This is an optimization exercise on Yosys and OpenROAD, whose aim is small area, a short achievable clock period and few clock cycles per item, not a production implementation. The RTL was checked by simulation tests, not by an equivalence proof against the original design.

`design/flow/config.mk`:
```
export PLATFORM = sky130hd
export DESIGN_NAME = ecc79_codec
export DESIGN_NICKNAME = ecc79_codec
export VERILOG_FILES = /design/flow/design.v
export SDC_FILE = /design/flow/constraint.sdc
export NUM_CORES = 4
export LEC_CHECK = 0
export CAP_MARGIN = 20
export CORE_MARGIN = 2
export CORE_UTILIZATION = 40
export SETUP_SLACK_MARGIN = 0.5
export SLEW_MARGIN = 20
```
`design/flow/constraint.sdc`:
```
create_clock -name core_clock -period 17.0 [get_ports {clk}]
set_input_delay 3.4000 -clock core_clock [delete_from_list [all_inputs] [get_ports {clk}]]
set_output_delay 3.4000 -clock core_clock [all_outputs]
set_load 0.01 [all_outputs]
```
`design/flow/design.v`:
```
module ecc79_codec (
    input  wire        clk,
    input  wire        rst,
    input  wire        in_valid,
    input  wire        in_mode,
    input  wire [78:0] in_word,
    output reg         out_valid,
    output reg  [78:0] out_word,
    output reg  [1:0]  out_status
);
    function [6:0] gf_mul;
        input [6:0] a;
        input [6:0] b;
        integer i;
        reg [6:0] acc;
        reg [6:0] sh;
        begin
            acc = 7'd0;
            sh  = a;
            for (i = 0; i < 7; i = i + 1) begin
                if (b[i]) acc = acc ^ sh;
                sh = {sh[5:0], 1'b0} ^ (sh[6] ? 7'h09 : 7'h00);
            end
            gf_mul = acc;
        end
    endfunction
    function [6:0] inv_cube;    
        input [6:0] a;
        begin
            case (a)
            7'd0: inv_cube = 7'd0;
            7'd1: inv_cube = 7'd1;
            7'd2: inv_cube = 7'd17;
            7'd3: inv_cube = 7'd24;
            7'd4: inv_cube = 7'd19;
            7'd5: inv_cube = 7'd82;
            7'd6: inv_cube = 7'd3;
            7'd7: inv_cube = 7'd122;
            7'd8: inv_cube = 7'd49;
            7'd9: inv_cube = 7'd56;
            7'd10: inv_cube = 7'd40;
            7'd11: inv_cube = 7'd33;
            7'd12: inv_cube = 7'd51;
            7'd13: inv_cube = 7'd4;
            7'd14: inv_cube = 7'd45;
            7'd15: inv_cube = 7'd71;
            7'd16: inv_cube = 7'd23;
            7'd17: inv_cube = 7'd36;
            7'd18: inv_cube = 7'd7;
            7'd19: inv_cube = 7'd88;
            7'd20: inv_cube = 7'd5;
            7'd21: inv_cube = 7'd44;
            7'd22: inv_cube = 7'd21;
            7'd23: inv_cube = 7'd96;
            7'd24: inv_cube = 7'd53;
            7'd25: inv_cube = 7'd30;
            7'd26: inv_cube = 7'd68;
            7'd27: inv_cube = 7'd100;
            7'd28: inv_cube = 7'd80;
            7'd29: inv_cube = 7'd46;
            7'd30: inv_cube = 7'd127;
            7'd31: inv_cube = 7'd103;
            7'd32: inv_cube = 7'd117;
            7'd33: inv_cube = 7'd18;
            7'd34: inv_cube = 7'd64;
            7'd35: inv_cube = 7'd115;
            7'd36: inv_cube = 7'd119;
            7'd37: inv_cube = 7'd38;
            7'd38: inv_cube = 7'd11;
            7'd39: inv_cube = 7'd47;
            7'd40: inv_cube = 7'd85;
            7'd41: inv_cube = 7'd124;
            7'd42: inv_cube = 7'd65;
            7'd43: inv_cube = 7'd2;
            7'd44: inv_cube = 7'd87;
            7'd45: inv_cube = 7'd58;
            7'd46: inv_cube = 7'd12;
            7'd47: inv_cube = 7'd110;
            7'd48: inv_cube = 7'd83;
            7'd49: inv_cube = 7'd93;
            7'd50: inv_cube = 7'd101;
            7'd51: inv_cube = 7'd86;
            7'd52: inv_cube = 7'd76;
            7'd53: inv_cube = 7'd62;
            7'd54: inv_cube = 7'd72;
            7'd55: inv_cube = 7'd66;
            7'd56: inv_cube = 7'd10;
            7'd57: inv_cube = 7'd90;
            7'd58: inv_cube = 7'd99;
            7'd59: inv_cube = 7'd79;
            7'd60: inv_cube = 7'd120;
            7'd61: inv_cube = 7'd81;
            7'd62: inv_cube = 7'd123;
            7'd63: inv_cube = 7'd31;
            7'd64: inv_cube = 7'd91;
            7'd65: inv_cube = 7'd26;
            7'd66: inv_cube = 7'd32;
            7'd67: inv_cube = 7'd28;
            7'd68: inv_cube = 7'd8;
            7'd69: inv_cube = 7'd73;
            7'd70: inv_cube = 7'd61;
            7'd71: inv_cube = 7'd111;
            7'd72: inv_cube = 7'd121;
            7'd73: inv_cube = 7'd22;
            7'd74: inv_cube = 7'd98;
            7'd75: inv_cube = 7'd14;
            7'd76: inv_cube = 7'd50;
            7'd77: inv_cube = 7'd109;
            7'd78: inv_cube = 7'd114;
            7'd79: inv_cube = 7'd54;
            7'd80: inv_cube = 7'd95;
            7'd81: inv_cube = 7'd16;
            7'd82: inv_cube = 7'd75;
            7'd83: inv_cube = 7'd70;
            7'd84: inv_cube = 7'd25;
            7'd85: inv_cube = 7'd39;
            7'd86: inv_cube = 7'd34;
            7'd87: inv_cube = 7'd106;
            7'd88: inv_cube = 7'd125;
            7'd89: inv_cube = 7'd92;
            7'd90: inv_cube = 7'd37;
            7'd91: inv_cube = 7'd113;
            7'd92: inv_cube = 7'd69;
            7'd93: inv_cube = 7'd29;
            7'd94: inv_cube = 7'd107;
            7'd95: inv_cube = 7'd52;
            7'd96: inv_cube = 7'd57;
            7'd97: inv_cube = 7'd112;
            7'd98: inv_cube = 7'd94;
            7'd99: inv_cube = 7'd43;
            7'd100: inv_cube = 7'd89;
            7'd101: inv_cube = 7'd105;
            7'd102: inv_cube = 7'd108;
            7'd103: inv_cube = 7'd78;
            7'd104: inv_cube = 7'd77;
            7'd105: inv_cube = 7'd55;
            7'd106: inv_cube = 7'd97;
            7'd107: inv_cube = 7'd59;
            7'd108: inv_cube = 7'd9;
            7'd109: inv_cube = 7'd20;
            7'd110: inv_cube = 7'd42;
            7'd111: inv_cube = 7'd102;
            7'd112: inv_cube = 7'd35;
            7'd113: inv_cube = 7'd67;
            7'd114: inv_cube = 7'd41;
            7'd115: inv_cube = 7'd6;
            7'd116: inv_cube = 7'd63;
            7'd117: inv_cube = 7'd74;
            7'd118: inv_cube = 7'd126;
            7'd119: inv_cube = 7'd84;
            7'd120: inv_cube = 7'd15;
            7'd121: inv_cube = 7'd118;
            7'd122: inv_cube = 7'd27;
            7'd123: inv_cube = 7'd104;
            7'd124: inv_cube = 7'd60;
            7'd125: inv_cube = 7'd48;
            7'd126: inv_cube = 7'd116;
            7'd127: inv_cube = 7'd13;
            default: inv_cube = 7'd0;
            endcase
        end
    endfunction
    function [6:0] m_solve;    
        input [6:0] c;
        begin
            m_solve[0] = 1'b0;
            m_solve[1] = c[2] ^ c[3] ^ c[4] ^ c[6];
            m_solve[2] = c[3] ^ c[4] ^ c[6];
            m_solve[3] = c[5] ^ c[6];
            m_solve[4] = c[1] ^ c[2] ^ c[4];
            m_solve[5] = c[3] ^ c[5] ^ c[6];
            m_solve[6] = c[3] ^ c[6];
        end
    endfunction
    function [6:0] gf_trace;    
        input [6:0] c;
        begin
            gf_trace = {6'd0, c[0]};
        end
    endfunction
    function valid_loc;    
        input [6:0] a;
        begin
            case (a)
            7'd1, 7'd2, 7'd3, 7'd4, 7'd5, 7'd6, 7'd8, 7'd9,
            7'd10, 7'd11, 7'd12, 7'd16, 7'd18, 7'd20, 7'd22, 7'd24,
            7'd25, 7'd27, 7'd29, 7'd31, 7'd32, 7'd35, 7'd36, 7'd37,
            7'd39, 7'd40, 7'd41, 7'd43, 7'd44, 7'd45, 7'd47, 7'd48,
            7'd50, 7'd51, 7'd53, 7'd54, 7'd55, 7'd57, 7'd58, 7'd61,
            7'd62, 7'd64, 7'd65, 7'd69, 7'd70, 7'd72, 7'd73, 7'd74,
            7'd75, 7'd80, 7'd81, 7'd82, 7'd83, 7'd85, 7'd86, 7'd87,
            7'd88, 7'd90, 7'd93, 7'd94, 7'd95, 7'd96, 7'd97, 7'd100,
            7'd102, 7'd106, 7'd107, 7'd108, 7'd109, 7'd110, 7'd111, 7'd113,
            7'd114, 7'd115, 7'd116, 7'd122, 7'd124, 7'd125:
                valid_loc = 1'b1;
            default: valid_loc = 1'b0;
            endcase
        end
    endfunction
    wire [63:0] d = in_word[63:0];
    wire [13:0] ec;    
    assign ec[0] = ^(d & 64'h2a2d78a6784ee361);
    assign ec[1] = ^(d & 64'h7e7789ea88d325a3);
    assign ec[2] = ^(d & 64'hd6c26b7369e8a827);
    assign ec[3] = ^(d & 64'had84d6e6d3d1504e);
    assign ec[4] = ^(d & 64'h7124d56bdfec43fd);
    assign ec[5] = ^(d & 64'hc864d271c796649b);
    assign ec[6] = ^(d & 64'hbae4dc45f7622a57);
    assign ec[7] = ^(d & 64'h75c9b88beec454ae);
    assign ec[8] = ^(d & 64'hc1be09b1a5c64a3d);
    assign ec[9] = ^(d & 64'ha9516bc533c2771b);
    assign ec[10] = ^(d & 64'h52a2d78a6784ee36);
    assign ec[11] = ^(d & 64'ha545af14cf09dc6c);
    assign ec[12] = ^(d & 64'h4a8b5e299e13b8d8);
    assign ec[13] = ^(d & 64'h9516bc533c2771b0);
    wire [13:0] rem = ec ^ in_word[77:64];
    wire [6:0] s1, s3;
    assign s1[0] = ^(rem & 14'h0881);
    assign s1[1] = ^(rem & 14'h1102);
    assign s1[2] = ^(rem & 14'h2204);
    assign s1[3] = ^(rem & 14'h0c88);
    assign s1[4] = ^(rem & 14'h1910);
    assign s1[5] = ^(rem & 14'h3220);
    assign s1[6] = ^(rem & 14'h2440);
    assign s3[0] = ^(rem & 14'h06a1);
    assign s3[1] = ^(rem & 14'h2130);
    assign s3[2] = ^(rem & 14'h2f88);
    assign s3[3] = ^(rem & 14'h0be2);
    assign s3[4] = ^(rem & 14'h2350);
    assign s3[5] = ^(rem & 14'h3098);
    assign s3[6] = ^(rem & 14'h17c4);
    wire dpar = ^d;
    wire par_in  = dpar ^ (^in_word[78:64]);    
    wire par_enc = dpar ^ (^ec);
    reg        v1, mode1, par1;
    reg [63:0] d1;
    reg [14:0] hi1;    
    reg [6:0]  s1r, cpr;
    reg        zr;
    always @(posedge clk) begin
        if (rst) v1 <= 1'b0;
        else     v1 <= in_valid;
        mode1 <= in_mode;
        d1    <= d;
        hi1   <= in_mode ? in_word[78:64] : {par_enc, ec};
        par1  <= par_in;
        s1r   <= s1;
        zr    <= (s1 == 7'd0) && (s3 == 7'd0);
        cpr   <= gf_mul(s3, inv_cube(s1));
    end
    wire [6:0] cp = cpr;
    wire       z  = zr;
    wire [6:0] y0 = m_solve(cp);
    wire       one = (cp == 7'd1);
    wire       trc = gf_trace(cp) != 7'd0;
    wire [6:0] x1 = gf_mul(s1r, y0);
    wire [6:0] x2 = x1 ^ s1r;
    wire       ok1 = valid_loc(x1) || (x1 == 7'd0);
    wire       ok2 = valid_loc(x2);
    wire       single = one & ok2;             
    wire       fixable = trc & ok1 & ok2;      
    wire       fix = mode1 & (par1 ? single : fixable);
    wire       fixp = mode1 & (par1 ? z : single);
    wire [77:0] hit;
    assign hit[0] = (x1 == 7'd65) | (x2 == 7'd65);
    assign hit[1] = (x1 == 7'd11) | (x2 == 7'd11);
    assign hit[2] = (x1 == 7'd22) | (x2 == 7'd22);
    assign hit[3] = (x1 == 7'd44) | (x2 == 7'd44);
    assign hit[4] = (x1 == 7'd88) | (x2 == 7'd88);
    assign hit[5] = (x1 == 7'd57) | (x2 == 7'd57);
    assign hit[6] = (x1 == 7'd114) | (x2 == 7'd114);
    assign hit[7] = (x1 == 7'd109) | (x2 == 7'd109);
    assign hit[8] = (x1 == 7'd83) | (x2 == 7'd83);
    assign hit[9] = (x1 == 7'd47) | (x2 == 7'd47);
    assign hit[10] = (x1 == 7'd94) | (x2 == 7'd94);
    assign hit[11] = (x1 == 7'd53) | (x2 == 7'd53);
    assign hit[12] = (x1 == 7'd106) | (x2 == 7'd106);
    assign hit[13] = (x1 == 7'd93) | (x2 == 7'd93);
    assign hit[14] = (x1 == 7'd51) | (x2 == 7'd51);
    assign hit[15] = (x1 == 7'd102) | (x2 == 7'd102);
    assign hit[16] = (x1 == 7'd69) | (x2 == 7'd69);
    assign hit[17] = (x1 == 7'd3) | (x2 == 7'd3);
    assign hit[18] = (x1 == 7'd6) | (x2 == 7'd6);
    assign hit[19] = (x1 == 7'd12) | (x2 == 7'd12);
    assign hit[20] = (x1 == 7'd24) | (x2 == 7'd24);
    assign hit[21] = (x1 == 7'd48) | (x2 == 7'd48);
    assign hit[22] = (x1 == 7'd96) | (x2 == 7'd96);
    assign hit[23] = (x1 == 7'd73) | (x2 == 7'd73);
    assign hit[24] = (x1 == 7'd27) | (x2 == 7'd27);
    assign hit[25] = (x1 == 7'd54) | (x2 == 7'd54);
    assign hit[26] = (x1 == 7'd108) | (x2 == 7'd108);
    assign hit[27] = (x1 == 7'd81) | (x2 == 7'd81);
    assign hit[28] = (x1 == 7'd43) | (x2 == 7'd43);
    assign hit[29] = (x1 == 7'd86) | (x2 == 7'd86);
    assign hit[30] = (x1 == 7'd37) | (x2 == 7'd37);
    assign hit[31] = (x1 == 7'd74) | (x2 == 7'd74);
    assign hit[32] = (x1 == 7'd29) | (x2 == 7'd29);
    assign hit[33] = (x1 == 7'd58) | (x2 == 7'd58);
    assign hit[34] = (x1 == 7'd116) | (x2 == 7'd116);
    assign hit[35] = (x1 == 7'd97) | (x2 == 7'd97);
    assign hit[36] = (x1 == 7'd75) | (x2 == 7'd75);
    assign hit[37] = (x1 == 7'd31) | (x2 == 7'd31);
    assign hit[38] = (x1 == 7'd62) | (x2 == 7'd62);
    assign hit[39] = (x1 == 7'd124) | (x2 == 7'd124);
    assign hit[40] = (x1 == 7'd113) | (x2 == 7'd113);
    assign hit[41] = (x1 == 7'd107) | (x2 == 7'd107);
    assign hit[42] = (x1 == 7'd95) | (x2 == 7'd95);
    assign hit[43] = (x1 == 7'd55) | (x2 == 7'd55);
    assign hit[44] = (x1 == 7'd110) | (x2 == 7'd110);
    assign hit[45] = (x1 == 7'd85) | (x2 == 7'd85);
    assign hit[46] = (x1 == 7'd35) | (x2 == 7'd35);
    assign hit[47] = (x1 == 7'd70) | (x2 == 7'd70);
    assign hit[48] = (x1 == 7'd5) | (x2 == 7'd5);
    assign hit[49] = (x1 == 7'd10) | (x2 == 7'd10);
    assign hit[50] = (x1 == 7'd20) | (x2 == 7'd20);
    assign hit[51] = (x1 == 7'd40) | (x2 == 7'd40);
    assign hit[52] = (x1 == 7'd80) | (x2 == 7'd80);
    assign hit[53] = (x1 == 7'd41) | (x2 == 7'd41);
    assign hit[54] = (x1 == 7'd82) | (x2 == 7'd82);
    assign hit[55] = (x1 == 7'd45) | (x2 == 7'd45);
    assign hit[56] = (x1 == 7'd90) | (x2 == 7'd90);
    assign hit[57] = (x1 == 7'd61) | (x2 == 7'd61);
    assign hit[58] = (x1 == 7'd122) | (x2 == 7'd122);
    assign hit[59] = (x1 == 7'd125) | (x2 == 7'd125);
    assign hit[60] = (x1 == 7'd115) | (x2 == 7'd115);
    assign hit[61] = (x1 == 7'd111) | (x2 == 7'd111);
    assign hit[62] = (x1 == 7'd87) | (x2 == 7'd87);
    assign hit[63] = (x1 == 7'd39) | (x2 == 7'd39);
    assign hit[64] = (x1 == 7'd1) | (x2 == 7'd1);
    assign hit[65] = (x1 == 7'd2) | (x2 == 7'd2);
    assign hit[66] = (x1 == 7'd4) | (x2 == 7'd4);
    assign hit[67] = (x1 == 7'd8) | (x2 == 7'd8);
    assign hit[68] = (x1 == 7'd16) | (x2 == 7'd16);
    assign hit[69] = (x1 == 7'd32) | (x2 == 7'd32);
    assign hit[70] = (x1 == 7'd64) | (x2 == 7'd64);
    assign hit[71] = (x1 == 7'd9) | (x2 == 7'd9);
    assign hit[72] = (x1 == 7'd18) | (x2 == 7'd18);
    assign hit[73] = (x1 == 7'd36) | (x2 == 7'd36);
    assign hit[74] = (x1 == 7'd72) | (x2 == 7'd72);
    assign hit[75] = (x1 == 7'd25) | (x2 == 7'd25);
    assign hit[76] = (x1 == 7'd50) | (x2 == 7'd50);
    assign hit[77] = (x1 == 7'd100) | (x2 == 7'd100);
    wire [78:0] word1 = {hi1, d1};
    always @* begin
        out_valid = v1;
        out_word  = word1 ^ {fixp, hit & {78{fix}}};
        if (!mode1)      out_status = 2'd0;
        else if (z)      out_status = {1'b0, par1};
        else if (par1)   out_status = single ? 2'd1 : 2'd3;
        else             out_status = fixable ? 2'd2 : 2'd3;
    end
endmodule
```
`design/flow/flow/run.sh`:
```
#!/bin/bash
# Standard synthesis and layout, with two changes: the port buffers use buf_1
# instead of the buffer_ports default (a delay buffer, clkdlybuf4s50_1), and
# timing repair aims for more setup slack than the clock period needs.
set -euo pipefail
bash standard.sh 'BUFFER_PORTS_ARGS=-buffer_cell sky130_fd_sc_hd__buf_1' \
    SETUP_SLACK_MARGIN=8.6 finish > standard.log 2>&1
```
`design/flow/standard.sh`:
```
#!/bin/bash
# synth_recipe.tcl (not shown) runs the flow's synth.tcl, then flattens the netlist and writes it again
# the make line also repeats each setting of config.mk as NAME=value (left out here)
make -C /OpenROAD-flow-scripts/flow DESIGN_CONFIG=/design/flow/config.mk WORK_HOME=/design/flow/orfs CLKGATE_MAP_FILE= SYNTH_SCRIPT=/design/flow/synth_recipe.tcl "${@:-finish}"
```
==> metrics.log, run 1 <==
INFO  metric status = finished clean
INFO  metric wl_per_cell = between 20 and 25 um
INFO  metric cts-buffers-inserted = 9
INFO  metric critPathLaunchType = input port
INFO  metric floorplan.die.width = between 150 and 200 um
INFO  metric drv_cap = 0
INFO  metric postRouteWirelength = 43,200 um
INFO  metric grt_overflow_total = 0
INFO  metric ys.warnings.count = 1
INFO  metric finalNetCount = approximately 1.6k
INFO  metric synth-seq-cells = between 90 and 100
INFO  metric n_fill_cell = between 2k and 3k
INFO  metric drt-pass1-iter-count = 7
INFO  metric fmaxAchievable = about 0.12 GHz
INFO  metric viasPerCell = between 5 and 6
INFO  metric worst_hold_startpoint = rst
INFO  metric die_h = ~180 um
INFO  metric grt_use_total = 0.266
INFO  metric cts.sink_count = 97
INFO  metric synthArstFlopShare = 0
INFO  metric buffer_ports.inserted = between 150 and 200
INFO  metric initial_utilization = 0.407
INFO  metric drive_gt1_frac = 0.157
INFO  metric worstHoldPathType = input port to flip-flop
INFO  metric timing.final.setup_violations = 0
INFO  metric min_delay_worst_endpoint = v1$_SDFF_PP0_
INFO  metric hold_viol_final = 0
INFO  metric worst_slew_margin_relative_to_its_limit = 0.317
INFO  metric path_class = input port to flip-flop
INFO  metric number_of_drc_markers_after_the_initial_detailed_route_iteration = approximately 1.4k
INFO  metric synth.yosys.seq_area_share = 0.161
INFO  metric globalplace.congestion = ~0.97
INFO  metric antenna_violating_nets_post_route = 0
INFO  metric final_setup_slack_of_the_worst_path = slightly below 9 ns
INFO  metric die_area = between 30,000 and 40,000 um^2
INFO  metric first_pass_grt_wire_length = between 60,000 and 70,000 um
INFO  metric core_region_area = just under 30,000 um^2
INFO  metric post_synth.cell_area_avg = slightly below 9 um^2
INFO  metric worst-endpoint-arrival = approximately 8.5 ns
INFO  metric path_max_fanout = 34
INFO  metric grt_pass1_vias = between 10k and 15k
INFO  metric tns = 0 ns
INFO  metric synth.cell_area = about 12,000 um^2
INFO  metric postSynth.topFlopCell = dfxtp_1
INFO  metric commonest_cells_after_routing_fill_and_taps_aside = xnor2_1, nand2_1, buf_1
INFO  metric fin_crit_sh = 0.488
INFO  metric post_cts_hold_buffer_count = 0
INFO  metric postSynthNetCount = about 1.5k
INFO  metric clkSlewWorstSetupHoldPaths = approximately 0.090 ns
INFO  metric commonest_non_fill_non_tap_cell_in_the_layout = xnor2_1
INFO  metric setup_repair_after_global_routing_missed_its_margin = true
INFO  metric num_rows = 63
INFO  metric root_driver = clkbuf_16
INFO  metric detailedPlacementHpwl = 32,600 um
INFO  metric setup.worst_path.end_class = flip-flop
INFO  metric synth.distinct_cells = 83
INFO  metric tritoncts = yes
INFO  metric layout-area-overhead-vs-synth = 18.4%
INFO  metric h-tree-depth = 3
INFO  metric finalWorstPathRequiredPeriod = about 8.3 ns
INFO  metric place_worst_setup_slack = 7.08 ns
INFO  metric crit_required = around 17 ns
INFO  metric antenna_found_initial = 3
INFO  metric netlist_instances = 1,394
INFO  metric synth_edf_count = 0
INFO  metric final_design_utilization = 0.481
INFO  metric max_slew.worst_pin.slew = 1.03 ns
INFO  metric grt_max_degree = 50
INFO  metric vias = around 11k
INFO  metric hold_path_cell_cnt = 2
INFO  metric maxSlewViolCount = 0
INFO  metric cts_buffer_depth = 2
INFO  metric drcViolationCount = 0
INFO  metric io-pin-count = 165
## per-stage QoR
stage | hold WS (ns) | area (um^2) | instances
final | 3.17 | 14300 | 1931
after global routing | 3.18 | 14300 | 1931
after CTS | 3.17 | 13800 | 1912
after detailed placement | 3.56 | 12900 | 1880
after global placement | 3.55 | 12900 | 1880
after floorplan | 3.43 | 12100 | 1394
## worst max-delay path by stage
| stage | depth (start not counted) | to | startpoint |
|---|---|---|---|
| after floorplan | 23 | out_word[28] | cpr[3]$_DFF_P_ |
| after global placement | 19 | cpr[6]$_DFF_P_ | in_word[44] |
| after detailed placement | 19 | cpr[6]$_DFF_P_ | in_word[44] |
| after CTS | 17 | cpr[5]$_DFF_P_ | in_word[6] |
| after global routing | 17 | out_word[16] | cpr[6]$_DFF_P_ |
| final | 19 | cpr[3]$_DFF_P_ | in_word[43] |
## final cells by class
type / instances / area (um^2) / area share
multi-input cells: 1176 / 10300 / 0.717
flip-flops and latches: 97 / 1960 / 0.137
repair buffers: 209 / 1090 / 0.0765
well taps: 390 / 488 / 0.0341
clock buffers: 9 / 225 / 0.0157
inverters: 42 / 194 / 0.0136
clock inverters: 7 / 81.3 / 0.00569
diodes: 1 / 2.50 / 0.000175
## registers in the layout, indices dropped and copies added (netlist names)
name,count
par1,1
s1r,7
v1,1
zr,1
d1,64
hi1,15
cpr,7
mode1,1
## synth_stat cells, drive strengths merged, types with 7 or more instances
cell type / instances / area share
xnor2: 305 / 0.23
nand2: 207 / 0.064
dfxtp: 97 / 0.16
o22ai: 86 / 0.045
xor2: 75 / 0.057
xnor3: 72 / 0.13
nor2: 65 / 0.020
a21oi: 50 / 0.021
clkbuf: 43 / 0.013
inv: 41 / 0.013
buf: 38 / 0.019
o21ai: 33 / 0.014
mux2i: 26 / 0.022
nor3: 21 / 0.0087
o211ai: 20 / 0.013
nand3: 19 / 0.0079
ha: 18 / 0.019
o221ai: 15 / 0.011
mux2: 14 / 0.013
a211oi: 13 / 0.0081
and2: 10 / 0.0052
nand2b: 9 / 0.0047
a31oi: 8 / 0.0041
nor2b: 8 / 0.0041
xor3: 7 / 0.014
## layer usage
layer / part of all wire / wire length (um) / global-route usage
met5: 0.00060 / 26 / 0
met4: 0.031 / 1350 / 0.0775
met3: 0.091 / 3910 / 0.0386
met2: 0.45 / 19200 / 0.405
met1: 0.43 / 18700 / 0.387
## critical path, cell delays in order
cell        delay (ns)
buf_2             0.22
xnor3_1           0.48
xnor2_2           0.31
xnor3_1           0.48
xnor3_2           0.33
xnor3_2           0.50
xnor3_1           0.43
buf_6             0.29
clkinvlp_4        0.27
buf_12            0.19
o211ai_1          0.09
a21oi_1           0.10
o32ai_2           0.21
buf_4             0.28
nor2_1            0.09
mux2_1            0.33
a221oi_2          0.26
o221ai_2          0.13
xnor2_1           0.13
## cells by family (layout without fill, tap and decap cells)
| kind of cell | count (synthesis) | count (layout) | synth area share |
|---|---|---|---|
| other | 0 | 1 | 0 |
| DFF | 97 | 97 | 0.161 |
| adders and majority gates | 18 | 18 | 0.0186 |
| buffers and inverters | 123 | 267 | 0.0458 |
| and+or+nand+nor | 360 | 360 | 0.127 |
| xor gates and xnor gates | 459 | 460 | 0.435 |
| muxes | 46 | 46 | 0.0458 |
| AOI/OAI and AO/OA | 291 | 292 | 0.167 |
## timing repair
action,4_1_cts,5_1_grt
gates resized for setup,102,68
endpoints found under the setup margin,88,86
pin swaps,7,13
buffers inserted,13,18
gates cloned,3,0
Testbench counts, summed over its fixed seeds: cycles 4,800, items 4,800.
==> run 2, diff against run 1 <==
--- a/design/flow/flow/run.sh
+++ b/design/flow/flow/run.sh
@@ -5,3 +5,3 @@
 set -euo pipefail
 bash standard.sh 'BUFFER_PORTS_ARGS=-buffer_cell sky130_fd_sc_hd__buf_1' \
-    SETUP_SLACK_MARGIN=8.6 finish > standard.log 2>&1
+    SETUP_SLACK_MARGIN=8.4 finish > standard.log 2>&1
==> metrics.log, run 2 <==
INFO  metric synth.cell_area = 12,100 um^2 (unchanged)
INFO  metric path_max_fanout = 31 (-8.8%)
INFO  metric postSynth.topFlopCell = dfxtp_1
INFO  metric worst-endpoint-arrival = 8.68 ns (+0.14 ns)
INFO  metric final.hold.worst_slack = 3.17 ns (+0.000350 ns)
INFO  metric commonest_cells_after_routing_fill_and_taps_aside = xnor2_1, nand2_1, buf_1
INFO  metric clkSlewWorstSetupHoldPaths = 0.09 ns (about the same)
INFO  metric post_cts_hold_buffer_count = 0 (unchanged)
INFO  metric ys_top_cells_by_area = xnor2_1, dfxtp_1, xnor3_1, nand2_1, xor2_1
INFO  metric antenna_violating_nets_post_route = 0 (unchanged)
INFO  metric critical_path.max_stage_delay = 0.49 ns (about the same)
INFO  metric largest_family_of_logic_cells_by_synthesized_area = XOR/XNOR gates
INFO  metric tritoncts = yes
INFO  metric path_class = input port to flip-flop
INFO  metric num_rows = 63 (unchanged)
INFO  metric max_slew.worst_pin.slew = 1.09 ns (+0.0695 ns)
INFO  metric setup_repair_after_global_routing_missed_its_margin = false
INFO  metric drcViolationCount = 0 (unchanged)
INFO  metric crit_required = 17.24 ns (about the same)
INFO  metric largest_register_by_flop_count = d1
INFO  metric detailedPlacementHpwl = 33,200 um (+1.8%)
INFO  metric finalNetCount = 1,629 (-0.43%)
INFO  metric placed_cell_area = 12,900 um^2 (about the same)
INFO  metric path_common_cell = xnor2_1
INFO  metric hold_path_cell_cnt = 2 (unchanged)
INFO  metric synth_top_area_cell = xnor2_1
INFO  metric multiInputGateArea = 10,100 um^2 (-1.9%)
INFO  metric viasPerCell = 5.81 (-0.65%)
INFO  metric grt_use_total = 0.266 (about the same)
INFO  metric synthArstFlopShare = 0 (unchanged)
INFO  metric grt_max_degree = 79 (+58%)
INFO  metric timing.final.setup_violations = 0 (unchanged)
INFO  metric drive_gt1_frac = 0.138 (-0.0189)
INFO  metric vias = 11.2k (-0.96%)
INFO  metric maxSlewViolCount = 0 (unchanged)
INFO  metric worst_slew_margin_relative_to_its_limit = 0.270 (-0.0463)
INFO  metric critPathLaunchType = input port
INFO  metric netlist.area_leader.share = 0.212 (unchanged)
INFO  metric final_design_area_no_fill = 14,000 um^2 (-1.9%)
INFO  metric synth_edf_count = 0 (unchanged)
INFO  metric synthMuxAreaShare = 0.0458 (unchanged)
INFO  metric initial_utilization = 0.407 (unchanged)
INFO  metric antenna_found_initial = 3 (unchanged)
INFO  metric largest_reg_flops = 64 (unchanged)
INFO  metric worstHoldPathType = input port to flip-flop
INFO  metric die_h = 178 um (unchanged)
INFO  metric post_synth_xor_area_fraction = 0.435 (unchanged)
INFO  metric n_fill_cell = 2,867 (+1.0%)
INFO  metric cts_buffer_depth = 2 (unchanged)
INFO  metric grt_pass1_vias = 10.3k (-0.68%)
INFO  metric setup.worst_path.end_class = flip-flop
INFO  metric post_synth.cell_area_avg = 8.67 um^2 (unchanged)
INFO  metric largestRegisters = d1 (64), hi1 (15)
INFO  metric crit_path_top_delay_cell = xnor3_1
INFO  metric ys.warnings.count = 1 (unchanged)
INFO  metric postRouteWirelength = 43,800 um (+1.4%)
INFO  metric synth_compound_gate_area_share = 0.167 (unchanged)
INFO  metric placed_instance_count = 1,880 (unchanged)
INFO  metric cts.sink_count = 97 (unchanged)
INFO  metric postSynthNetCount = 1,495 (unchanged)
INFO  metric synth_commonest_cells = xnor2_1, nand2_1, dfxtp_1
INFO  metric finalWorstPathRequiredPeriod = 8.44 ns (+0.140 ns)
INFO  metric die_area = 31,600 um^2 (unchanged)
INFO  metric synth-seq-cells = 97 (unchanged)
INFO  metric root_driver = clkbuf_16
INFO  metric globalplace.congestion = 0.971 (+0.39%)
INFO  metric worst_hold_startpoint = rst
INFO  metric synth.yosys.seq_area_share = 0.161 (unchanged)
INFO  metric h-tree-depth = 3 (unchanged)
INFO  metric min_delay_worst_endpoint = v1$_SDFF_PP0_
INFO  metric io-pin-count = 165 (unchanged)
INFO  metric instances_no_fill = 1,925 (-0.31%)
INFO  metric grt_overflow_total = 0 (unchanged)
INFO  metric cp_cell_sequence = buf_1 -> xnor2_1 -> xnor2_1 -> xnor2_1 -> xnor3_2 -> xnor2_4 -> xnor3_1 -> buf_12 -> inv_1 -> ha_1 -> inv_1 -> mux4_2 -> nor3_1 -> a311oi_2 -> o311ai_4 -> buf_12 -> buf_4 -> nor3_1 -> a21oi_1 -> o22ai_1 -> xnor3_1
INFO  metric buffer_ports.inserted = 164 (unchanged)
INFO  metric synth.distinct_cells = 83 (unchanged)
INFO  metric number_of_drc_markers_after_the_initial_detailed_route_iteration = 1,522 (+10%)
INFO  metric drv_cap = 0 (unchanged)
INFO  metric floorplan.die.width = 178 um (unchanged)
INFO  metric cts-buffers-inserted = 9 (unchanged)
INFO  metric first_pass_grt_wire_length = 63,300 um (-0.21%)
INFO  metric tns = 0 ns (unchanged)
INFO  metric fmaxAchievable = 0.118 GHz (-1.7%)
INFO  metric status = finished clean
INFO  metric commonest_non_fill_non_tap_cell_in_the_layout = xnor2_1
INFO  metric post-synth-top-count-cell = xnor2_1
INFO  metric fin_crit_sh = 0.497 (+0.00821)
INFO  metric adder_cell_fraction_of_synth_area = 0.0186 (unchanged)
INFO  metric drt-pass1-iter-count = 5 (-2)
INFO  metric layout-area-overhead-vs-synth = 16.2%
INFO  metric area.sequential = 1960 um^2 (about the same)
INFO  metric core_region_area = 29,700 um^2 (unchanged)
INFO  metric yosys.area_share.simple = 0.127 (unchanged)
INFO  metric hold_viol_final = 0 (unchanged)
INFO  metric netlist_instances = 1,394 (unchanged)
INFO  metric wl_per_cell = 22.7 um (+1.7%)
## run 2: cell counts after synthesis
No cell type changed its count.
## run 2: cell families after synthesis
group                      after synthesis
xor gates and xnor gates               459
DFF                                     97
muxes                                   46
AOI/OAI and AO/OA                      291
adders and majority gates               18
buffers and inverters                  123
and+or+nand+nor                        360
## run 2: area by class of cell
class | count | share of cell area
Timing Repair Buffer | 202 | 0.0723
Multi-Input combinational cell | 1175 | 0.717
Clock buffer | 9 | 0.0160
Sequential cell | 97 | 0.139
Inverter | 42 | 0.0136
Antenna cell | 2 | 0.000357
Tap cell | 390 | 0.0348
Timing Repair inverter | 1 | 0.000535
Clock inverter | 7 | 0.00562
## run 2: per-stage QoR
| step | setup WS (ns) | utilization |
|---|---|---|
| after floorplan | 8.47 | - |
| after global placement | 7.29 | 0.434 |
| after CTS | 8.40 | 0.457 |
| after global routing | 8.38 | 0.472 |
| final | 8.56 | 0.472 |
| after detailed placement | 7.28 | 0.434 |
## run 2: worst max-delay path: cells and delay by family
| family | cells | cell delay, ns |
|---|---|---|
| mux | 1 | 0.47 |
| xor+xnor | 7 | 2.52 |
| fa+ha+maj | 1 | 0.45 |
| buf+inv | 6 | 0.92 |
| simple gates | 2 | 0.24 |
| compound gates | 4 | 0.67 |
## run 2: timing repair
item                                    4_1_cts  5_1_grt
resized for setup                            55       83
setup buffers                                13       11
pin swaps                                     5        6
endpoints found under the setup margin       88       85
gates cloned                                  2        1
## run 2: worst max-delay path by stage
stage / startpoint / end / slack, ns
3_5_place_dp: in_word[44] / cpr[6]$_DFF_P_ / 7.28
2_1_floorplan: in_word[1] / cpr[5]$_DFF_P_ / 8.47
5_1_grt: in_word[23] / cpr[3]$_DFF_P_ / 8.38
4_1_cts: in_word[24] / cpr[3]$_DFF_P_ / 8.40
3_3_place_gp: in_word[44] / cpr[6]$_DFF_P_ / 7.29
6_report: in_word[55] / cpr[6]$_DFF_P_ / 8.56
## run 2: per-layer routing
layer  vias to the layer above  global-route usage  part of all wire
met5                         -                   0                 0
met4                         0              0.0775             0.027
met3                        77              0.0311             0.077
met2                       552               0.412              0.45
met1                      5432               0.387              0.44
li1                       5131                   -                 -
==> run 3, diff against run 2 <==
--- a/design/flow/config.mk
+++ b/design/flow/config.mk
@@ -8,5 +8,5 @@
 export CAP_MARGIN = 20
 export CORE_MARGIN = 2
-export CORE_UTILIZATION = 40
+export CORE_UTILIZATION = 65
 export SETUP_SLACK_MARGIN = 0.5
 export SLEW_MARGIN = 20
==> metrics.log, run 3 <==
INFO  metric status = finished clean
INFO  metric setup.worst_path.end_class = flip-flop
INFO  metric final.hold.worst_slack = 3.19 ns (+0.0152 ns)
INFO  metric layout-area-overhead-vs-synth = 13.6%
INFO  metric drcViolationCount = 0 (unchanged)
INFO  metric hold_viol_final = 0 (unchanged)
INFO  metric synth_commonest_cells = xnor2_1, nand2_1, dfxtp_1
INFO  metric cts.sink_count = 97 (unchanged)
INFO  metric core_region_area = 18,100 um^2 (-39%)
INFO  metric tns = 0 ns (unchanged)
INFO  metric drv_cap = 0 (unchanged)
INFO  metric critPathLaunch = in_word[13]
INFO  metric post_synth.cell_area_avg = 8.67 um^2 (unchanged)
INFO  metric first_pass_grt_wire_length = 61,400 um (-3.0%)
INFO  metric globalplace.congestion = 1.05 (+7.8%)
INFO  metric worst_slew_margin_relative_to_its_limit = 0.282 (+0.0114)
INFO  metric cts-buffers-inserted = 9 (unchanged)
INFO  metric placed_cell_area = 12,700 um^2 (-1.6%)
INFO  metric detailedPlacementHpwl = 31,000 um (-6.5%)
INFO  metric drive_gt1_frac = 0.130 (-0.00831)
INFO  metric largest_family_of_logic_cells_by_synthesized_area = XOR/XNOR gates
INFO  metric final_setup_slack_of_the_worst_path = 8.51 ns (-0.0437 ns)
INFO  metric fmaxAchievable = 0.118 GHz (-0.52%)
INFO  metric floorplan.die.width = 140 um (-21%)
INFO  metric netlist_instances = 1,394 (unchanged)
INFO  metric place_worst_setup_slack = 7.03 ns (-0.245 ns)
INFO  metric max_slew.worst_pin.slew = 1.08 ns (-0.0172 ns)
INFO  metric io-pin-count = 165 (unchanged)
INFO  metric path_max_fanout = 11 (-65%)
INFO  metric die_h = 140 um (-21%)
INFO  metric cts_buffer_depth = 2 (unchanged)
INFO  metric ys.warnings.count = 1 (unchanged)
INFO  metric synthArstFlopShare = 0 (unchanged)
INFO  metric synth-seq-cells = 97 (unchanged)
INFO  metric hold_path_cell_cnt = 2 (unchanged)
INFO  metric critPathLaunchType = input port
INFO  metric antenna_violating_nets_post_route = 0 (unchanged)
INFO  metric commonest_cells_after_routing_fill_and_taps_aside = xnor2_1, nand2_1, buf_1
INFO  metric post_synth_xor_area_fraction = 0.435 (unchanged)
INFO  metric wl_per_cell = 23.9 um (+5.3%)
INFO  metric critical_path.max_stage_delay = 0.60 ns (+0.11 ns)
INFO  metric adder_cell_fraction_of_synth_area = 0.0186 (unchanged)
INFO  metric grt_overflow_total = 0 (unchanged)
INFO  metric tritoncts = yes
INFO  metric grt_max_degree = 79 (unchanged)
INFO  metric commonest_non_fill_non_tap_cell_in_the_layout = xnor2_1
INFO  metric final_design_area_no_fill = 13,700 um^2 (-2.2%)
INFO  metric fin_crit_sh = 0.499 (+0.00257)
INFO  metric min_delay_worst_endpoint = v1$_SDFF_PP0_
INFO  metric worstHoldPathType = input port to flip-flop
INFO  metric finalWorstPathRequiredPeriod = 8.49 ns (+0.0437 ns)
INFO  metric post-synth-top-count-cell = xnor2_1
INFO  metric initial_utilization = 0.668 (+0.261)
INFO  metric antenna_found_initial = 0 (-3)
INFO  metric worst-endpoint-arrival = 8.71 ns (+0.03 ns)
INFO  metric crit_required = 17.22 ns (-0.02 ns)
INFO  metric largest_reg_flops = 64 (unchanged)
INFO  metric synth.distinct_cells = 83 (unchanged)
INFO  metric synth.cell_area = 12,100 um^2 (unchanged)
INFO  metric netlist.area_leader.share = 0.212 (unchanged)
INFO  metric postSynthNetCount = 1,495 (unchanged)
INFO  metric yosys.area_share.simple = 0.127 (unchanged)
INFO  metric synth.yosys.seq_area_share = 0.161 (unchanged)
INFO  metric synth_edf_count = 0 (unchanged)
INFO  metric finalNetCount = 1,627 (-0.12%)
INFO  metric setup_repair_after_global_routing_missed_its_margin = false
INFO  metric maxSlewViolCount = 0 (unchanged)
INFO  metric viasPerCell = 6.60 (+14%)
INFO  metric synthMuxAreaShare = 0.0458 (unchanged)
INFO  metric h-tree-depth = 3 (unchanged)
INFO  metric worst_hold_startpoint = rst
INFO  metric crit_path_top_delay_cell = xnor3_2
INFO  metric largest_register_by_flop_count = d1
INFO  metric path_class = input port to flip-flop
INFO  metric final_design_utilization = 0.759 (+0.287)
INFO  metric grt_use_total = 0.406 (+0.140)
INFO  metric postSynth.topFlopCell = dfxtp_1
INFO  metric synth_compound_gate_area_share = 0.167 (unchanged)
INFO  metric grt_pass1_vias = 10.4k (+1.5%)
INFO  metric die_area = 19,700 um^2 (-38%)
INFO  metric post_cts_hold_buffer_count = 0 (unchanged)
INFO  metric timing.final.setup_violations = 0 (unchanged)
INFO  metric vias = 11.6k (+3.9%)
INFO  metric ys_top_cells_by_area = xnor2_1, dfxtp_1, xnor3_1, nand2_1, xor2_1
INFO  metric synth_top_area_cell = xnor2_1
INFO  metric largestRegisters = d1 (64), hi1 (15)
INFO  metric buffer_ports.inserted = 164 (unchanged)
INFO  metric number_of_drc_markers_after_the_initial_detailed_route_iteration = 1,841 (+21%)
INFO  metric num_rows = 49 (-22%)
INFO  metric drt-pass1-iter-count = 9 (+4)
INFO  metric cp_cell_sequence = clkbuf_2 -> xnor3_2 -> xnor2_2 -> xnor3_1 -> xnor2_1 -> xnor2_2 -> xnor3_4 -> inv_1 -> ha_4 -> inv_1 -> mux2i_1 -> o22ai_1 -> mux2_2 -> a2111o_1 -> and2_2 -> nor4b_2 -> o31ai_1 -> o211ai_1 -> xnor3_1
INFO  metric clkSlewWorstSetupHoldPaths = 0.08 ns (about the same)
INFO  metric root_driver = clkbuf_16
INFO  metric postRouteWirelength = 42,200 um (-3.6%)
## run 3: critical path: cells and delay by family
kind	cells	cell delay [ns]
buffers and inverters	3	0.57
adder cells (fa/ha/maj)	1	0.24
AND/OR/NAND/NOR	2	0.59
AO/OA/AOI/OAI	4	0.87
XOR/XNOR	7	2.59
multiplexers	2	0.42
## run 3: cell type report
type / instances / area, um^2
diodes: 1 / 2.50
clock buffers: 9 / 225
clock inverters: 7 / 73.8
fillers: 1340 / 4360
inverters: 42 / 181
multi-input cells: 1176 / 10000
flip-flops and latches: 97 / 1960
well taps: 229 / 287
repair buffers: 199 / 967
repair inverters: 1 / 7.51
## run 3: what timing repair did
action,4_1_cts,5_1_grt
gates resized for setup,60,65
pin swaps,7,6
setup endpoints to repair,88,86
gates cloned,0,4
hold endpoints to repair,0,0
setup buffers,17,5
## run 3: worst max-delay path by stage
| stage | to | slack (ns) | depth (start not counted) |
|---|---|---|---|
| floorplan | cpr[5]$_DFF_P_ | 8.47 | 20 |
| global placement | cpr[6]$_DFF_P_ | 7.09 | 19 |
| detailed placement | cpr[6]$_DFF_P_ | 7.03 | 19 |
| CTS | cpr[5]$_DFF_P_ | 8.41 | 16 |
| global route | cpr[5]$_DFF_P_ | 8.39 | 20 |
| finish | cpr[5]$_DFF_P_ | 8.51 | 19 |
## run 3: through the flow
step	std cells
finish	1761
global route	1760
global placement	1718
detailed placement	1718
CTS	1751
floorplan	1394
## run 3: per-layer routing
layer,share of wire,track usage,up-vias
met5,0,0,-
met4,0.037,0.123,0
met3,0.14,0.0991,178
met2,0.44,0.616,944
met1,0.38,0.576,5363
li1,-,-,5142
## run 3: kinds of logic (layout without fill, tap and decap cells)
logic type,Yosys count,in the layout
other,0,1
AO/OA/AOI/OAI,291,292
flip-flops,97,97
AND/OR/NAND/NOR,360,360
buffers and inverters,123,258
multiplexers,46,46
adder cells (fa/ha/maj),18,18
XOR/XNOR,459,460
==> run 4, diff against run 3 <==
--- a/design/flow/flow/run.sh
+++ b/design/flow/flow/run.sh
@@ -5,3 +5,3 @@
 set -euo pipefail
 bash standard.sh 'BUFFER_PORTS_ARGS=-buffer_cell sky130_fd_sc_hd__buf_1' \
-    SETUP_SLACK_MARGIN=8.4 finish > standard.log 2>&1
+    SETUP_SLACK_MARGIN=8.4 RECOVER_POWER=100 finish > standard.log 2>&1
--- a/design/flow/config.mk
+++ b/design/flow/config.mk
@@ -8,5 +8,5 @@
 export CAP_MARGIN = 20
 export CORE_MARGIN = 2
-export CORE_UTILIZATION = 65
+export CORE_UTILIZATION = 40
 export SETUP_SLACK_MARGIN = 0.5
 export SLEW_MARGIN = 20
==> metrics.log, run 4 <==
INFO  metric drcViolationCount = 0 (unchanged)
INFO  metric max_slew.worst_pin.slew = 1.95 ns (+0.874 ns)
INFO  metric io-pin-count = 165 (unchanged)
INFO  metric largest_reg_flops = 64 (unchanged)
INFO  metric postRouteWirelength = 43,800 um (+3.9%)
INFO  metric cts_buffer_depth = 2 (unchanged)
INFO  metric setup.worst_path.end_class = flip-flop
INFO  metric postSynth.topFlopCell = dfxtp_1
INFO  metric placed_cell_area = 12,900 um^2 (+1.6%)
INFO  metric timing.critical_path.max_delay_family = buffers and inverters
INFO  metric maxSlewViolCount = 204 (+204)
INFO  metric finalNetCount = 1,629 (+0.12%)
INFO  metric netlist_instances = 1,394 (unchanged)
INFO  metric so.violations = capacitance limit, slew limit
INFO  metric crit_path_top_delay_cell = clkbuf_1
INFO  metric crit_required = 17.23 ns (about the same)
INFO  metric commonest_cells_after_routing_fill_and_taps_aside = xnor2_1, nand2_1, buf_1
INFO  metric commonest_non_fill_non_tap_cell_in_the_layout = xnor2_1
INFO  metric critical_path.max_stage_delay = 1.31 ns (+0.71 ns)
INFO  metric layout-area-overhead-vs-synth = 13.3%
INFO  metric post_synth.cell_area_avg = 8.67 um^2 (unchanged)
INFO  metric ys.warnings.count = 1 (unchanged)
INFO  metric synth.distinct_cells = 83 (unchanged)
INFO  metric wl_per_cell = 22.8 um (-5.0%)
INFO  metric final_design_area_no_fill = 13,700 um^2 (-0.30%)
INFO  metric hold_viol_final = 0 (unchanged)
INFO  metric path_max_fanout = 35 (+24)
INFO  metric synth-seq-cells = 97 (unchanged)
INFO  metric critPathLaunchType = input port
INFO  metric detailedPlacementHpwl = 33,200 um (+6.9%)
INFO  metric root_driver = clkbuf_16
INFO  metric worst_slew_margin_relative_to_its_limit = -0.301 (-0.582)
INFO  metric grt_overflow_total = 0 (unchanged)
INFO  metric synth.cell_area = 12,100 um^2 (unchanged)
INFO  metric path_class = input port to flip-flop
INFO  metric n_fill_cell = 2,940 (+120%)
INFO  metric buffer_ports.inserted = 164 (unchanged)
INFO  metric synth.yosys.seq_area_share = 0.161 (unchanged)
INFO  metric floorplan.die.width = 178 um (+27%)
INFO  metric antenna_found_initial = 3 (+3)
INFO  metric timing.final.setup_violations = 0 (unchanged)
INFO  metric globalplace.congestion = 0.971 (-7.3%)
INFO  metric die_area = 31,600 um^2 (+61%)
INFO  metric die_h = 178 um (+27%)
INFO  metric core_region_area = 29,700 um^2 (+64%)
INFO  metric path_common_cell = xnor3_1
INFO  metric fmaxAchievable = 0.0854 GHz (-28%)
INFO  metric tritoncts = yes
INFO  metric finalWorstPathRequiredPeriod = 11.71 ns (+3.22 ns)
INFO  metric fin_crit_sh = 0.689 (+0.190)
INFO  metric worst-endpoint-arrival = 11.94 ns (+3.23 ns)
INFO  metric drive_gt1_frac = 0.0920 (-0.0380)
INFO  metric worstHoldPathType = input port to flip-flop
INFO  metric grt_use_total = 0.266 (-0.140)
INFO  metric antenna_violating_nets_post_route = 0 (unchanged)
INFO  metric synthArstFlopShare = 0 (unchanged)
INFO  metric num_rows = 63 (+29%)
INFO  metric drt-pass1-iter-count = 6 (-3)
INFO  metric top_signal_layer_used = met4
INFO  metric synth_top_area_cell = xnor2_1
INFO  metric timing.critical_path.buf_inv = 6 (+3)
INFO  metric cts-buffers-inserted = 9 (unchanged)
INFO  metric largestRegisters = d1 (64), hi1 (15)
INFO  metric cp_cell_sequence = clkbuf_1 -> xnor3_1 -> xnor2_1 -> xnor3_1 -> xnor3_1 -> clkbuf_1 -> xnor3_1 -> xnor3_1 -> clkbuf_1 -> clkinvlp_2 -> a2111oi_0 -> a311oi_2 -> o311ai_0 -> dlygate4sd3_1 -> clkbuf_1 -> nand2_1 -> o22ai_1 -> xnor3_1
INFO  metric met1_length = 18,900 um (+16%)
INFO  metric largest_register_by_flop_count = d1
INFO  metric tns = 0 ns (unchanged)
INFO  metric cts.sink_count = 97 (unchanged)
INFO  metric drv_cap = 5 (+5)
INFO  metric final_setup_slack_of_the_worst_path = 5.29 ns (-3.22 ns)
INFO  metric synth_edf_count = 0 (unchanged)
INFO  metric clkSlewWorstSetupHoldPaths = 0.09 ns (about the same)
INFO  metric setup_repair_after_global_routing_missed_its_margin = false
INFO  metric vias = 11.2k (-4.1%)
INFO  metric post_cts_hold_buffer_count = 0 (unchanged)
INFO  metric initial_utilization = 0.407 (-0.261)
INFO  metric grt_max_degree = 79 (unchanged)
INFO  metric detailroute.wirelength.met3 = 3820 um (-36%)
INFO  metric post-synth-top-count-cell = xnor2_1
INFO  metric place_worst_setup_slack = 7.28 ns (+0.245 ns)
INFO  metric first_pass_grt_wire_length = 63,300 um (+3.1%)
INFO  metric synth_commonest_cells = xnor2_1, nand2_1, dfxtp_1
INFO  metric number_of_drc_markers_after_the_initial_detailed_route_iteration = 1,601 (-13%)
INFO  metric grt_pass1_vias = 10.3k (-1.4%)
INFO  metric netlist.area_leader.share = 0.212 (unchanged)
INFO  metric h-tree-depth = 3 (unchanged)
INFO  metric ys_top_cells_by_area = xnor2_1, dfxtp_1, xnor3_1, nand2_1, xor2_1
INFO  metric viasPerCell = 5.79 (-12%)
INFO  metric postSynthNetCount = 1,495 (unchanged)
INFO  metric status = failed layout checks
INFO  metric routed-wl-met2 = 19,900 um (+7.9%)
==> run 4: cell families (layout without fill, tap and decap cells) <==
family	after synthesis	count (layout)	share of synthesized area
xor gates and xnor gates	459	459	0.435
and+or+nand+nor	360	360	0.127
AOI/OAI and AO/OA	291	292	0.167
buffers and inverters	123	261	0.0458
DFF	97	97	0.161
muxes	46	46	0.0458
adders and majority gates	18	18	0.0186
other	0	2	0
==> run 4: timing repair <==
| action | in CTS | in global routing |
|---|---|---|
| setup buffers | 13 | 11 |
| gates resized for setup | 55 | 83 |
| setup endpoints to repair | 88 | 85 |
| cloned | 2 | 1 |
| pin swaps | 5 | 6 |
==> run 4: per-layer routing <==
metal / global-route usage / up-vias
met5: 0 / -
met4: 0.0775 / 0
met3: 0.0311 / 88
met2: 0.412 / 592
met1: 0.387 / 5344
li1: - / 5131
==> run 4: layout make-up <==
class / count / area (um^2) / share of cell area
Clock buffer: 9 / 225 / 0.0165
Multi-Input combinational cell: 1175 / 9870 / 0.721
Tap cell: 390 / 488 / 0.0357
Clock inverter: 7 / 78.8 / 0.00576
Inverter: 42 / 173 / 0.0126
Sequential cell: 97 / 1950 / 0.143
Antenna cell: 2 / 5.00 / 0.000366
Timing Repair Buffer: 202 / 888 / 0.0649
Timing Repair inverter: 1 / 7.51 / 0.000548
==> run 4: final timing paths <==
kind         from             end  slack, ns  depth (start not counted)
min           rst   v1$_SDFF_PP0_       3.17                          2
max   in_word[43]  cpr[5]$_DFF_P_       5.29                         18
==> run 4: through the flow <==
| step | cells | hold WS, ns | util |
|---|---|---|---|
| after floorplan | 1394 | 3.43 | - |
| after global placement | 1880 | 3.55 | 0.434 |
| after detailed placement | 1880 | 3.56 | 0.434 |
| after CTS | 1911 | 3.16 | 0.457 |
| after global routing | 1925 | 3.17 | 0.461 |
| final | 1925 | 3.17 | 0.461 |
==> run 5, diff against run 4 <==
==> design/flow/flow/run.sh (replaced) <==
#!/bin/bash
# Standard synthesis and layout, with two changes: the port buffers use buf_1
# instead of the buffer_ports default (a delay buffer, clkdlybuf4s50_1), and
# timing repair after global routing aims for more setup slack than the clock
# period needs (the earlier stages keep the design's margin).
set -euo pipefail
bash standard.sh 'BUFFER_PORTS_ARGS=-buffer_cell sky130_fd_sc_hd__buf_1' \
    cts > standard_cts.log 2>&1
bash standard.sh 'BUFFER_PORTS_ARGS=-buffer_cell sky130_fd_sc_hd__buf_1' \
    SETUP_SLACK_MARGIN=8.4 finish > standard.log 2>&1
==> metrics.log, run 5 <==
INFO  metric synth.cell_area = 12,100 um^2 (unchanged)
INFO  metric ys.warnings.count = 1 (unchanged)
INFO  metric multiInputGateArea = 10,100 um^2 (+2.7%)
INFO  metric core_region_area = 29,700 um^2 (unchanged)
INFO  metric postSynth.topFlopCell = dfxtp_1
INFO  metric path_class = input port to flip-flop
INFO  metric largestRegisters = d1 (64), hi1 (15)
INFO  metric detailedPlacementHpwl = 33,200 um (unchanged)
INFO  metric finalNetCount = 1,630 (+0.061%)
INFO  metric area.sequential = 1960 um^2 (+0.19%)
INFO  metric first_pass_grt_wire_length = 62,300 um (-1.6%)
INFO  metric fmaxAchievable = 0.117 GHz (+37%)
INFO  metric postRouteWirelength = 43,700 um (-0.20%)
INFO  metric grt_max_degree = 79 (unchanged)
INFO  metric place_worst_setup_slack = 7.28 ns (unchanged)
INFO  metric drcViolationCount = 0 (unchanged)
INFO  metric post_cts_hold_buffer_count = 0 (unchanged)
INFO  metric path_max_fanout = 11 (-69%)
INFO  metric drv_cap = 0 (-5)
INFO  metric antenna_violating_nets_post_route = 0 (unchanged)
INFO  metric synth.distinct_cells = 83 (unchanged)
INFO  metric grt_pass1_vias = 10.1k (-1.2%)
INFO  metric h-tree-depth = 3 (unchanged)
INFO  metric tritoncts = yes
INFO  metric layout-area-overhead-vs-synth = 16.8%
INFO  metric tns = 0 ns (unchanged)
INFO  metric commonest_non_fill_non_tap_cell_in_the_layout = xnor2_1
INFO  metric hold_viol_final = 0 (unchanged)
INFO  metric clkSlewWorstSetupHoldPaths = 0.09 ns (about the same)
INFO  metric ys_top_cells_by_area = xnor2_1, dfxtp_1, xnor3_1, nand2_1, xor2_1
INFO  metric synth_commonest_cells = xnor2_1, nand2_1, dfxtp_1
INFO  metric setup.worst_path.end_class = flip-flop
INFO  metric antenna_found_initial = 3 (unchanged)
INFO  metric wl_per_cell = 22.7 um (-0.25%)
INFO  metric globalplace.congestion = 0.971 (unchanged)
INFO  metric buffer_ports.inserted = 164 (unchanged)
INFO  metric final_design_utilization = 0.475 (+0.0143)
INFO  metric synth.yosys.seq_area_share = 0.161 (unchanged)
INFO  metric synth-seq-cells = 97 (unchanged)
INFO  metric die_h = 178 um (unchanged)
INFO  metric finalWorstPathRequiredPeriod = 8.54 ns (-3.18 ns)
INFO  metric root_driver = clkbuf_16
INFO  metric largest_reg_flops = 64 (unchanged)
INFO  metric cts-buffers-inserted = 9 (unchanged)
INFO  metric drt-pass1-iter-count = 6 (unchanged)
INFO  metric final.hold.worst_slack = 3.17 ns (+0.00322 ns)
INFO  metric crit_required = 17.22 ns (about the same)
INFO  metric final_setup_slack_of_the_worst_path = 8.46 ns (+3.18 ns)
INFO  metric synth_edf_count = 0 (unchanged)
INFO  metric synthArstFlopShare = 0 (unchanged)
INFO  metric hold_path_cell_cnt = 2 (unchanged)
INFO  metric io-pin-count = 165 (unchanged)
INFO  metric synth_top_area_cell = xnor2_1
INFO  metric post-synth-top-count-cell = xnor2_1
INFO  metric grt_use_total = 0.262 (-0.00419)
INFO  metric vias = 11.2k (+0.61%)
INFO  metric number_of_drc_markers_after_the_initial_detailed_route_iteration = 1,578 (-1.4%)
INFO  metric placed_instance_count = 1,880 (unchanged)
INFO  metric cts.sink_count = 97 (unchanged)
INFO  metric worstHoldPathType = input port to flip-flop
INFO  metric postSynthNetCount = 1,495 (unchanged)
INFO  metric grt_overflow_total = 0 (unchanged)
INFO  metric largest_register_by_flop_count = d1
INFO  metric n_fill_cell = 2,851 (-3.0%)
INFO  metric timing.final.setup_violations = 0 (unchanged)
INFO  metric netlist.area_leader.share = 0.212 (unchanged)
INFO  metric netlist_instances = 1,394 (unchanged)
INFO  metric max_slew.worst_pin.slew = 1.08 ns (-0.873 ns)
INFO  metric post_synth.cell_area_avg = 8.67 um^2 (unchanged)
INFO  metric worst-endpoint-arrival = 8.76 ns (-3.18 ns)
INFO  metric floorplan.die.width = 178 um (unchanged)
INFO  metric maxSlewViolCount = 0 (-100%)
INFO  metric drive_gt1_frac = 0.143 (+0.0514)
INFO  metric num_rows = 63 (unchanged)
INFO  metric setup_repair_after_global_routing_missed_its_margin = false
INFO  metric viasPerCell = 5.83 (+0.56%)
INFO  metric instances_no_fill = 1,926 (+0.052%)
INFO  metric fin_crit_sh = 0.502 (-0.187)
INFO  metric commonest_cells_after_routing_fill_and_taps_aside = xnor2_1, nand2_1, buf_1
INFO  metric status = finished clean
INFO  metric critPathLaunchType = input port
INFO  metric cts_buffer_depth = 2 (unchanged)
INFO  metric die_area = 31,600 um^2 (unchanged)
INFO  metric initial_utilization = 0.407 (unchanged)
INFO  metric worst_slew_margin_relative_to_its_limit = 0.281 (+0.582)
## run 5: cell count changes in the layout (fill, tap and decap cells not counted), sizes merged
cell	previous run	this run
buf	136	168
clkbuf	74	44
clkinv	3	4
clkinvlp	5	3
dlygate4sd3	1	0
inv	42	43
## run 5: stage by stage
stage | instance area, um^2
final | 14100
after global routing | 14100
after CTS | 13200
after detailed placement | 12900
after global placement | 12900
after floorplan | 12100
## run 5: logic make-up after synthesis
kind of cell / share of synthesized area
xor gates and xnor gates: 0.435
and+or+nand+nor: 0.127
AOI/OAI and AO/OA: 0.167
buffers and inverters: 0.0458
DFF: 0.161
muxes: 0.0458
adders and majority gates: 0.0186
## run 5: final cells by class
class,instances,share of cell area
multi-input cells,1175,0.718
clock inverters,7,0.00559
inverters,42,0.0133
clock buffers,9,0.0160
repair buffers,203,0.0729
flip-flops and latches,97,0.139
well taps,390,0.0346
diodes,2,0.000355
repair inverters,1,0.000532
## run 5: metal layers
layer  GRT usage  share of wire  up-vias
met2       0.407           0.45      644
li1            -              -     5134
met3      0.0319          0.089       71
met1       0.381           0.43     5374
met5           0              0        -
met4      0.0704          0.030        0
## run 5: final timing paths
kind | start | end | slack, ns
worst min-delay path | rst | v1$_SDFF_PP0_ | 3.17
worst max-delay path | in_word[61] | cpr[5]$_DFF_P_ | 8.46
## run 5: what timing repair did
| item | 4_1_cts | 5_1_grt |
|---|---|---|
| setup buffers | 0 | 25 |
| resized for setup | 0 | 153 |
| endpoints found under the setup margin | 0 | 88 |
## run 5: worst max-delay path: stages
cell	delay, ns
buf_1	0.37
xnor2_1	0.26
xnor3_1	0.34
xnor2_1	0.24
xnor3_2	0.58
xnor2_4	0.26
xnor3_4	0.61
inv_1	0.19
ha_2	0.33
inv_1	0.19
mux4_2	0.48
mux2i_1	0.21
a211oi_1	0.16
or2_4	0.34
nor2_1	0.14
xnor2_1	0.08
o22ai_1	0.14
xnor3_1	0.44

==> re-timing with driven ports <==
The flow's constraints put no driver on any port. The routed layouts listed below were extracted and timed again, unchanged, in two steps.
Step 1 assumes that a clkbuf_16 drives the clock port and a buf_2 every other input.
Step 2 also shifts input and output timing later by t, the mid clock arrival at the registers, as if the neighbouring blocks saw the same clock.
a / b / c = ideal / step 1 / step 2; a / b = the first two.
run	shift t [ns]	setup slack, ns	slew at the worst register clock pin (ns)
run 1	0.397	8.697 / 8.713 / 8.317	0.09 / 0.09
run 2	0.393	8.557 / 8.570 / 8.183	0.09 / 0.09
run 3	0.404	8.513 / 8.536 / 8.132	0.09 / 0.09
run 4	0.395	5.288 / 5.301 / 4.906	0.09 / 0.09
run 5	0.393	8.465 / 8.479 / 8.086	0.09 / 0.09
The setup slack of run 4, which loses most, moves by +0.013 ns with the drivers and by -0.382 ns with both steps.
